Background: an optimization exercise with open tools, aiming at small area, a short achievable clock period and few clock cycles per item. Do not read the settings as production practice. No functional check of the RTL was part of this run.

## flow/run.sh

```bash
#!/bin/bash
# Layout flow: the standard ORFS flow (standard.sh, unchanged, with
# the standard flow's config.mk and SDC), with two settings on make's command line:
#  - the port buffers that the flow puts on every input and output are
#    sky130_fd_sc_hd__buf_1 rather than the delay buffer it picks by default.
# make's full output goes to standard_flow.log here; ORFS keeps each step's
# log under orfs/logs.
set -euo pipefail
bash standard.sh SETUP_SLACK_MARGIN=10 "BUFFER_PORTS_ARGS=-buffer_cell sky130_fd_sc_hd__buf_1" > standard_flow.log 2>&1
```

## standard.sh

```bash
#!/bin/bash
# synth_recipe.tcl (not shown) runs the flow's synth.tcl, then flattens the netlist and writes it again
# the make line also repeats each setting of config.mk as NAME=value (left out here)
make -C /OpenROAD-flow-scripts/flow DESIGN_CONFIG=/design/flow/config.mk WORK_HOME=/design/flow/orfs CLKGATE_MAP_FILE= SYNTH_SCRIPT=/design/flow/synth_recipe.tcl "${@:-finish}"
```

## config.mk

```make
export PLATFORM = sky130hd
export DESIGN_NAME = sha256_core
export DESIGN_NICKNAME = sha256_core
export VERILOG_FILES = /design/flow/design.v
export SDC_FILE = /design/flow/constraint.sdc
export NUM_CORES = 4
export LEC_CHECK = 0
export CAP_MARGIN = 20
export CORE_MARGIN = 2
export CORE_UTILIZATION = 40
export SLEW_MARGIN = 20
```

## constraint.sdc

```tcl
create_clock -name core_clock -period 15.0 [get_ports {clk}]
set_input_delay 3.0000 -clock core_clock [delete_from_list [all_inputs] [get_ports {clk}]]
set_output_delay 3.0000 -clock core_clock [all_outputs]
set_load 0.01 [all_outputs]
```

## design.v

```verilog
module sha256_core (
    input  wire         clk,
    input  wire         rst,
    input  wire         in_valid,
    output wire         in_ready,
    input  wire         in_first,
    input  wire [511:0] in_block,
    output reg          out_valid,
    output wire [255:0] out_digest
);
    localparam [255:0] IV = {32'h6a09e667, 32'hbb67ae85, 32'h3c6ef372, 32'ha54ff53a,
                             32'h510e527f, 32'h9b05688c, 32'h1f83d9ab, 32'h5be0cd19};
    reg  [5:0]   cnt;           
    reg          run;           
    reg          sv;            
    reg          nf;            
    reg          cf;            
    reg          rdy;
    reg          rst_r;         
    reg  [31:0]  r0, r1, r2, r3, r4, r5, r6, r7;    
    reg  [31:0]  a, b, c, e, f, g;
    reg  [31:0]  p, q;          
    reg  [31:0]  kw;            
    reg  [511:0] ws;            
    wire [63:0] cdec = 64'd1 << cnt;
    wire [31:0] kn;
    assign kn[ 0] = |(cdec & 64'h98b616ea7e8452af);
    assign kn[ 1] = |(cdec & 64'h3cfc429a2e6d9b05);
    assign kn[ 2] = |(cdec & 64'h11d358356a97bd33);
    assign kn[ 3] = |(cdec & 64'h4ed9849981be0945);
    assign kn[ 4] = |(cdec & 64'hf526650f94702d6c);
    assign kn[ 5] = |(cdec & 64'h3ce62b59a48c3d1a);
    assign kn[ 6] = |(cdec & 64'h3cf921853ff76e2d);
    assign kn[ 7] = |(cdec & 64'hfc661269473bdb7b);
    assign kn[ 8] = |(cdec & 64'h54a15317bf53ef8b);
    assign kn[ 9] = |(cdec & 64'h56f9098c578090f7);
    assign kn[10] = |(cdec & 64'hcc2798a3038d9720);
    assign kn[11] = |(cdec & 64'h6d3e857b663546e3);
    assign kn[12] = |(cdec & 64'h250312040a412eab);
    assign kn[13] = |(cdec & 64'h7dabb4e5b3166a41);
    assign kn[14] = |(cdec & 64'hadb1c6d512c0e6a7);
    assign kn[15] = |(cdec & 64'h145a655008bb2957);
    assign kn[16] = |(cdec & 64'hb2c08940eba561da);
    assign kn[17] = |(cdec & 64'hc660b5fcd940ecd4);
    assign kn[18] = |(cdec & 64'h86f4d241484a9e76);
    assign kn[19] = |(cdec & 64'h557d3bcfb266fe30);
    assign kn[20] = |(cdec & 64'hbc1e8ce2c2f8fd3e);
    assign kn[21] = |(cdec & 64'hb4a2e26b6cfc851a);
    assign kn[22] = |(cdec & 64'h3b092338162d180d);
    assign kn[23] = |(cdec & 64'h57da4c505c35fc8b);
    assign kn[24] = |(cdec & 64'h801546174a05b22f);
    assign kn[25] = |(cdec & 64'h70198b6ad62994b0);
    assign kn[26] = |(cdec & 64'h3b4b9a0dfe37c301);
    assign kn[27] = |(cdec & 64'h12bcc08182dd906e);
    assign kn[28] = |(cdec & 64'h94d6fc2a2b7016dd);
    assign kn[29] = |(cdec & 64'h98e710ccc3a6c527);
    assign kn[30] = |(cdec & 64'he0f81f0f0c38e64a);
    assign kn[31] = |(cdec & 64'h3f001ff00fc0f873);
    function [31:0] wj(input [511:0] v, input integer j);
        wj = v[511 - 32*j -: 32];
    endfunction
    function [31:0] hj(input [255:0] v, input integer j);
        hj = v[255 - 32*j -: 32];
    endfunction
    function [31:0] rotr(input [31:0] x, input integer n);
        rotr = (x >> n) | (x << (32 - n));
    endfunction
    reg last, pen, c61, strm, fin, lrun, ld;
    reg [3:0] widx;
    wire [31:0] s0_w  = rotr(wj(ws, 1), 7) ^ rotr(wj(ws, 1), 18) ^ (wj(ws, 1) >> 3);
    wire [31:0] s1_w  = rotr(wj(ws, 14), 17) ^ rotr(wj(ws, 14), 19) ^ (wj(ws, 14) >> 10);
    wire [31:0] w_new = wj(ws, 0) + s0_w + wj(ws, 9) + s1_w;
    wire [31:0] w_in  = in_block[511 - 32*widx -: 32];
    wire [31:0] w_sh  = strm ? w_in : w_new;
    wire [31:0] S1  = rotr(e, 6) ^ rotr(e, 11) ^ rotr(e, 25);
    wire [31:0] ch  = (e & f) ^ (~e & g);
    wire [31:0] S0  = rotr(a, 2) ^ rotr(a, 13) ^ rotr(a, 22);
    wire [31:0] mj  = (a & b) ^ (a & c) ^ (b & c);
    wire [31:0] l1s = p ^ ch ^ mj;
    wire [31:0] l1c = {(p[30:0] & ch[30:0]) | (p[30:0] & mj[30:0]) | (ch[30:0] & mj[30:0]), 1'b0};
    wire [31:0] l2s = l1s ^ l1c ^ S0;
    wire [31:0] l2c = {(l1s[30:0] & l1c[30:0]) | (l1s[30:0] & S0[30:0]) | (l1c[30:0] & S0[30:0]), 1'b0};
    wire [31:0] l3s = l2s ^ l2c ^ S1;
    wire [31:0] l3c = {(l2s[30:0] & l2c[30:0]) | (l2s[30:0] & S1[30:0]) | (l2c[30:0] & S1[30:0]), 1'b0};
    wire [31:0] ta  = l3s + l3c;
    wire [31:0] te  = q + S1 + ch;
    reg [31:0] iva, ive;
    always @* begin
        case ({c61, pen})
            2'b10:   begin iva = hj(IV, 3); ive = hj(IV, 7); end
            2'b01:   begin iva = hj(IV, 2); ive = hj(IV, 6); end
            default: begin iva = hj(IV, 1); ive = hj(IV, 5); end
        endcase
    end
    wire [31:0] sa  = ((cf & fin) ? iva : r0) + (a & {32{fin}});
    wire [31:0] se  = ((cf & fin) ? ive : r4) + (e & {32{fin}});
    wire [31:0] y0  = cf ? hj(IV, 0) : r2;
    wire [31:0] y4  = cf ? hj(IV, 4) : r6;
    wire [31:0] y7  = nf ? hj(IV, 7) : r2;
    wire [31:0] y3  = nf ? hj(IV, 3) : r6;
    wire [31:0] hh  = last ? y7 : g;
    wire [31:0] dd  = last ? y3 : c;
    wire [31:0] pn  = hh + kw + (pen ? y0 : 32'd0);
    wire [31:0] qn  = dd + hh + kw + (pen ? y4 : 32'd0);
    wire [31:0] kwn = kn + wj(ws, 1);                    
    always @(posedge clk) begin
        ws <= {ws[479:0], w_sh};
        p  <= pn;
        q  <= qn;
        kw <= kwn;
        a  <= ld ? (nf ? hj(IV, 0) : r1) : ta;
        e  <= ld ? (nf ? hj(IV, 4) : r5) : te;
        if (last) begin
            b <= nf ? hj(IV, 1) : sa;
            c <= nf ? hj(IV, 2) : r7;
            f <= nf ? hj(IV, 5) : se;
            g <= nf ? hj(IV, 6) : r3;
        end else begin
            b <= a; c <= b;
            f <= e; g <= f;
        end
        r0 <= lrun ? ta : r1;
        r1 <= r2; r2 <= r3; r3 <= se;
        r4 <= lrun ? te : r5;
        r5 <= r6; r6 <= r7; r7 <= sa;
    end
    always @(posedge clk)
        rst_r <= rst;
    always @(posedge clk) begin
        if (rst_r) begin
            cnt       <= 6'd47;
            last      <= 1'b0;
            pen       <= 1'b0;
            c61       <= 1'b0;
            strm      <= 1'b1;
            fin       <= 1'b0;
            lrun      <= 1'b0;
            ld        <= 1'b0;
            widx      <= 4'd0;
            run       <= 1'b0;
            sv        <= 1'b0;
            cf        <= 1'b0;
            rdy       <= 1'b0;
            out_valid <= 1'b0;
        end else begin
            cnt       <= cnt + 6'd1;
            last      <= (cnt == 6'd62);
            pen       <= (cnt == 6'd61);
            c61       <= (cnt == 6'd60);
            strm      <= (cnt >= 6'd46) && (cnt <= 6'd61);
            fin       <= run && (cnt >= 6'd60) && (cnt <= 6'd62);
            lrun      <= run && (cnt == 6'd62);
            ld        <= (cnt == 6'd62) && (in_first || !run);
            widx      <= cnt[3:0] + 4'd2;
            out_valid <= run & last;
            rdy       <= sv & (cnt == 6'd61);
            if (cnt == 6'd47) sv <= in_valid;
            if (pen && sv) nf <= in_first;
            if (last) begin
                run <= sv;
                sv  <= 1'b0;
                cf  <= sv & nf;
            end
        end
    end
    assign in_ready   = rdy;
    assign out_digest = {r0, r7, r6, r5, r4, r3, r2, r1};
endmodule
```

==> flow_metrics.env <==
export IMPL_slew_viol_final=0
export IMPL_synth_top_area_share_pct=38.2
export IMPL_post_route_util_pct=48.8
export IMPL_cts_buffers=112
export IMPL_synth_area_leaders="dfxtp_1, fa_1, ha_1"
export IMPL_path_clk_slew_ns=0.06
export IMPL_syn_nets=6744
export IMPL_synth_seq_area_share_pct=38.3
export IMPL_syn2layout_area_growth_pct=20.9
export IMPL_ys_ff_latch=1080
export IMPL_holdWs_ns=0.311
export IMPL_path_max_fanout=4
export IMPL_drive_above_1_share_pct=12.9
export IMPL_yosysMostFrequentCell="dfxtp_1"
export IMPL_finalCritPeriodShare_pct=36.1
export IMPL_clkLatencyLatePin_ns=0.78
export IMPL_required_ns=15.65
export IMPL_fp_dieH_um=380
export IMPL_clock_sinks=1080
export IMPL_path_class="reg2reg"
export IMPL_cts_tree="done"
export IMPL_via_per_inst=5.67
export IMPL_grt_max_degree=108
export IMPL_synth_mux_area_share_pct=6.67
export IMPL_timing_setup_tns_ns=0
export IMPL_post_place_cells=8116
export IMPL_nNetsFinal=7533
export IMPL_vias=48000
export IMPL_cp_start_kind="register"
export IMPL_drc_errors=0
export IMPL_antenna_found_initial=41
export IMPL_status="complete, no violations"
export IMPL_tightestPinTransition_ns=1.13
export IMPL_coreArea_um2=140000
export IMPL_endpoint_kind="register"
export IMPL_drt_iter0_drc=4727
export IMPL_syn_inst=5687
export IMPL_critical_path_slowest_cell="fa_1"
export IMPL_synth_top_area_cell="dfxtp_1"
export IMPL_fmax_mhz=185
export IMPL_crit_family="compound AO/OA/AOI/OAI gates"
export IMPL_synthTopCellsByCount="dfxtp_1, inv_1, xnor2_1, nand2_1, fa_1"
export IMPL_fillers=13200
export IMPL_postPlaceCellArea_um2=61400
export IMPL_io_buffers=773
export IMPL_final_setup_viol_count=0
export IMPL_synth_adder_area_share_pct=15.8
export IMPL_rsz0062_at_grt="yes"
export IMPL_start_util_pct=40.4
export IMPL_synth_xor_area_share_pct=7.44
export IMPL_htree_num_levels=3
export IMPL_wl_per_cell_um=31.1
export IMPL_final_cells=8465
export IMPL_die_width_um=380
export IMPL_synth_compound_area_share_pct=16.8
export IMPL_drv_cap=0
export IMPL_multi_input_area_um2=33200
export IMPL_postRouteAntennaNets=0
export IMPL_synthSimpleGateAreaFrac_pct=9.46
export IMPL_synth_ff_type="dfxtp_1"
export IMPL_totalWireLength_um=263000
export IMPL_relSlewSlack_pct=24.4
export IMPL_synthArstFlopShare_pct=0
export IMPL_grt_overflow=0
export IMPL_firstDrtPassIters=5
export IMPL_globalplace_congestion=1.02
export IMPL_dieArea_um2=144000
export IMPL_finalHoldViolations=0
export IMPL_critical_path_max_stage_delay_ns=0.57
export IMPL_syn_avg_cell_area_um2=9.93
export IMPL_grt_pass1_vias=47100
export IMPL_critPathBufInv=1
export IMPL_cts_root_buf="clkbuf_16"
export IMPL_hp_class="reg2reg"
export IMPL_crit_path_frequent_cell="fa_1"
export IMPL_yosys_warnings=1
export IMPL_grt_pass1_wl_um=360000
export IMPL_cp_cell_sequence="mux2i_4 > fa_1 > fa_1 > fa_1 > inv_1 > ha_4 > nor2b_2 > o31a_1 > o31a_1 > o41a_1 > a211oi_4 > a31oi_4 > a21oi_2 > o21ai_2 > or4b_1 > and3_1"
export IMPL_hpwl_um=208000
export IMPL_final_area_um2=68300
export IMPL_ys_types=83
export IMPL_regArea_um2=21800
export IMPL_synth_top_family_by_area="compound AO/OA/AOI/OAI gates"
export IMPL_critPathArrivalTime_ns=6.06
export IMPL_synth_edf_count=1
export IMPL_synth_area_um2=56500
export IMPL_clockBufferDepth=3
export IMPL_std_cell_rows=137
export IMPL_final_min_clock_period_ns=5.41
export IMPL_track_usage_pct=35.2
export IMPL_skew_ns=0.0684
export IMPL_io_pins=774
[per-stage QoR]
step           worst slack, ns
2_1_floorplan             9.99
3_3_place_gp              7.95
3_5_place_dp              7.93
4_1_cts                   9.50
5_1_grt                   9.46
6_report                  9.59
[state kept, by name, summed over array words and instances (netlist names), 6 cells and up]
register	count
p	32
r4	32
cnt	6
kw	32
e	32
r5	32
r7	32
r1	32
ws	512
f	32
r2	32
q	32
r6	32
r0	32
g	32
r3	32
a	32
b	32
c	32
[final timing paths]
kind                   startpoint         endpoint  slack, ns  depth (start not counted)
setup / recovery     g[3]$_DFF_P_    a[31]$_DFF_P_       9.59                         16
setup reg to reg     g[3]$_DFF_P_    a[31]$_DFF_P_       9.59                         16
hold / removal    ws[327]$_DFF_P_  ws[359]$_DFF_P_       0.31                          0
hold reg to reg   ws[327]$_DFF_P_  ws[359]$_DFF_P_       0.31                          0
[final cells by class]
| class | count | share of cell area [%] |
|---|---|---|
| Clock inverter | 74 | 1.45 |
| Timing Repair Buffer | 978 | 7.20 |
| Tap cell | 1876 | 3.44 |
| Sequential cell | 1080 | 31.9 |
| Antenna cell | 19 | 0.0696 |
| Multi-Input combinational cell | 3770 | 48.6 |
| Clock buffer | 134 | 4.43 |
| Inverter | 534 | 2.99 |
[what timing repair did]
action                     in CTS  in global routing
cloned                          4                  6
hold endpoints to repair        0                  0
pin swaps                      54                 60
hold buffers                    0                  0
gates resized for setup       250                153
buffers inserted               55                 57
setup endpoints to repair     179                 70
[cell families (layout without fill, tap and decap cells)]
kind of cell / Yosys count / count (layout)
AOI/OAI and AO/OA: 1396 / 1396
and+or+nand+nor: 1099 / 1100
DFF: 1080 / 1080
buffers and inverters: 838 / 1720
adders and majority gates: 544 / 544
xor gates and xnor gates: 480 / 480
muxes: 250 / 250
other: 0 / 19
[cell usage in the layout (no fill, tap or decap), drive strengths merged, types with 40 or more instances in the layout]
cell / count
mux2i: 102
and2: 104
mux2: 52
xnor2: 322
nand2b: 47
o211ai: 93
mux4: 96
clkinv: 45
a22o: 71
a21oi: 277
o21ai: 284
nand2: 295
nand4: 40
and3: 59
xor2: 158
inv: 532
o22a: 92
clkbuf: 139
ha: 258
fa: 283
dfxtp: 1079
nand3: 82
buf: 969
nor3: 69
o21bai: 40
a21o: 204
nor2: 281
[metal layers]
| layer | global-route usage [%] | vias to the layer above | share of wire, % |
|---|---|---|---|
| met2 | 55.9 | 2449 | 45 |
| li1 | - | 21300 | - |
| met1 | 43.4 | 23600 | 39 |
| met4 | 25.0 | 22 | 8.5 |
| met3 | 5.99 | 628 | 7.8 |
| met5 | 0 | - | 0.053 |

[re-timing with driven ports]
The flow's constraints put no driver on any port. The routed layout listed below was extracted and timed again, unchanged, in two steps.
Step 1: set_driving_cell puts a clkbuf_16 on clk and a buf_2 on each other input, an assumption about the parent block.
Step 2 adds t to the input delays and takes it off the output delays; t is the mean of the earliest and latest rising clock arrival at the registers after step 1. Input paths then give back, and output paths get back, about the clock's delay inside the block.
a / b / c = no drivers / after step 1 / after step 2; a / b = the first two.
shift t [ns]: 0.824
setup slack, ns: 9.591 / 9.591 / 9.584
latest minus earliest clock arrival (ns): 0.068 / 0.069
worst slew at a driven data input, ns: 0.26
After both steps setup and hold are still met in this run. For this run, drivers alone change the setup slack by 0.000 ns; drivers and shift together by -0.007 ns.
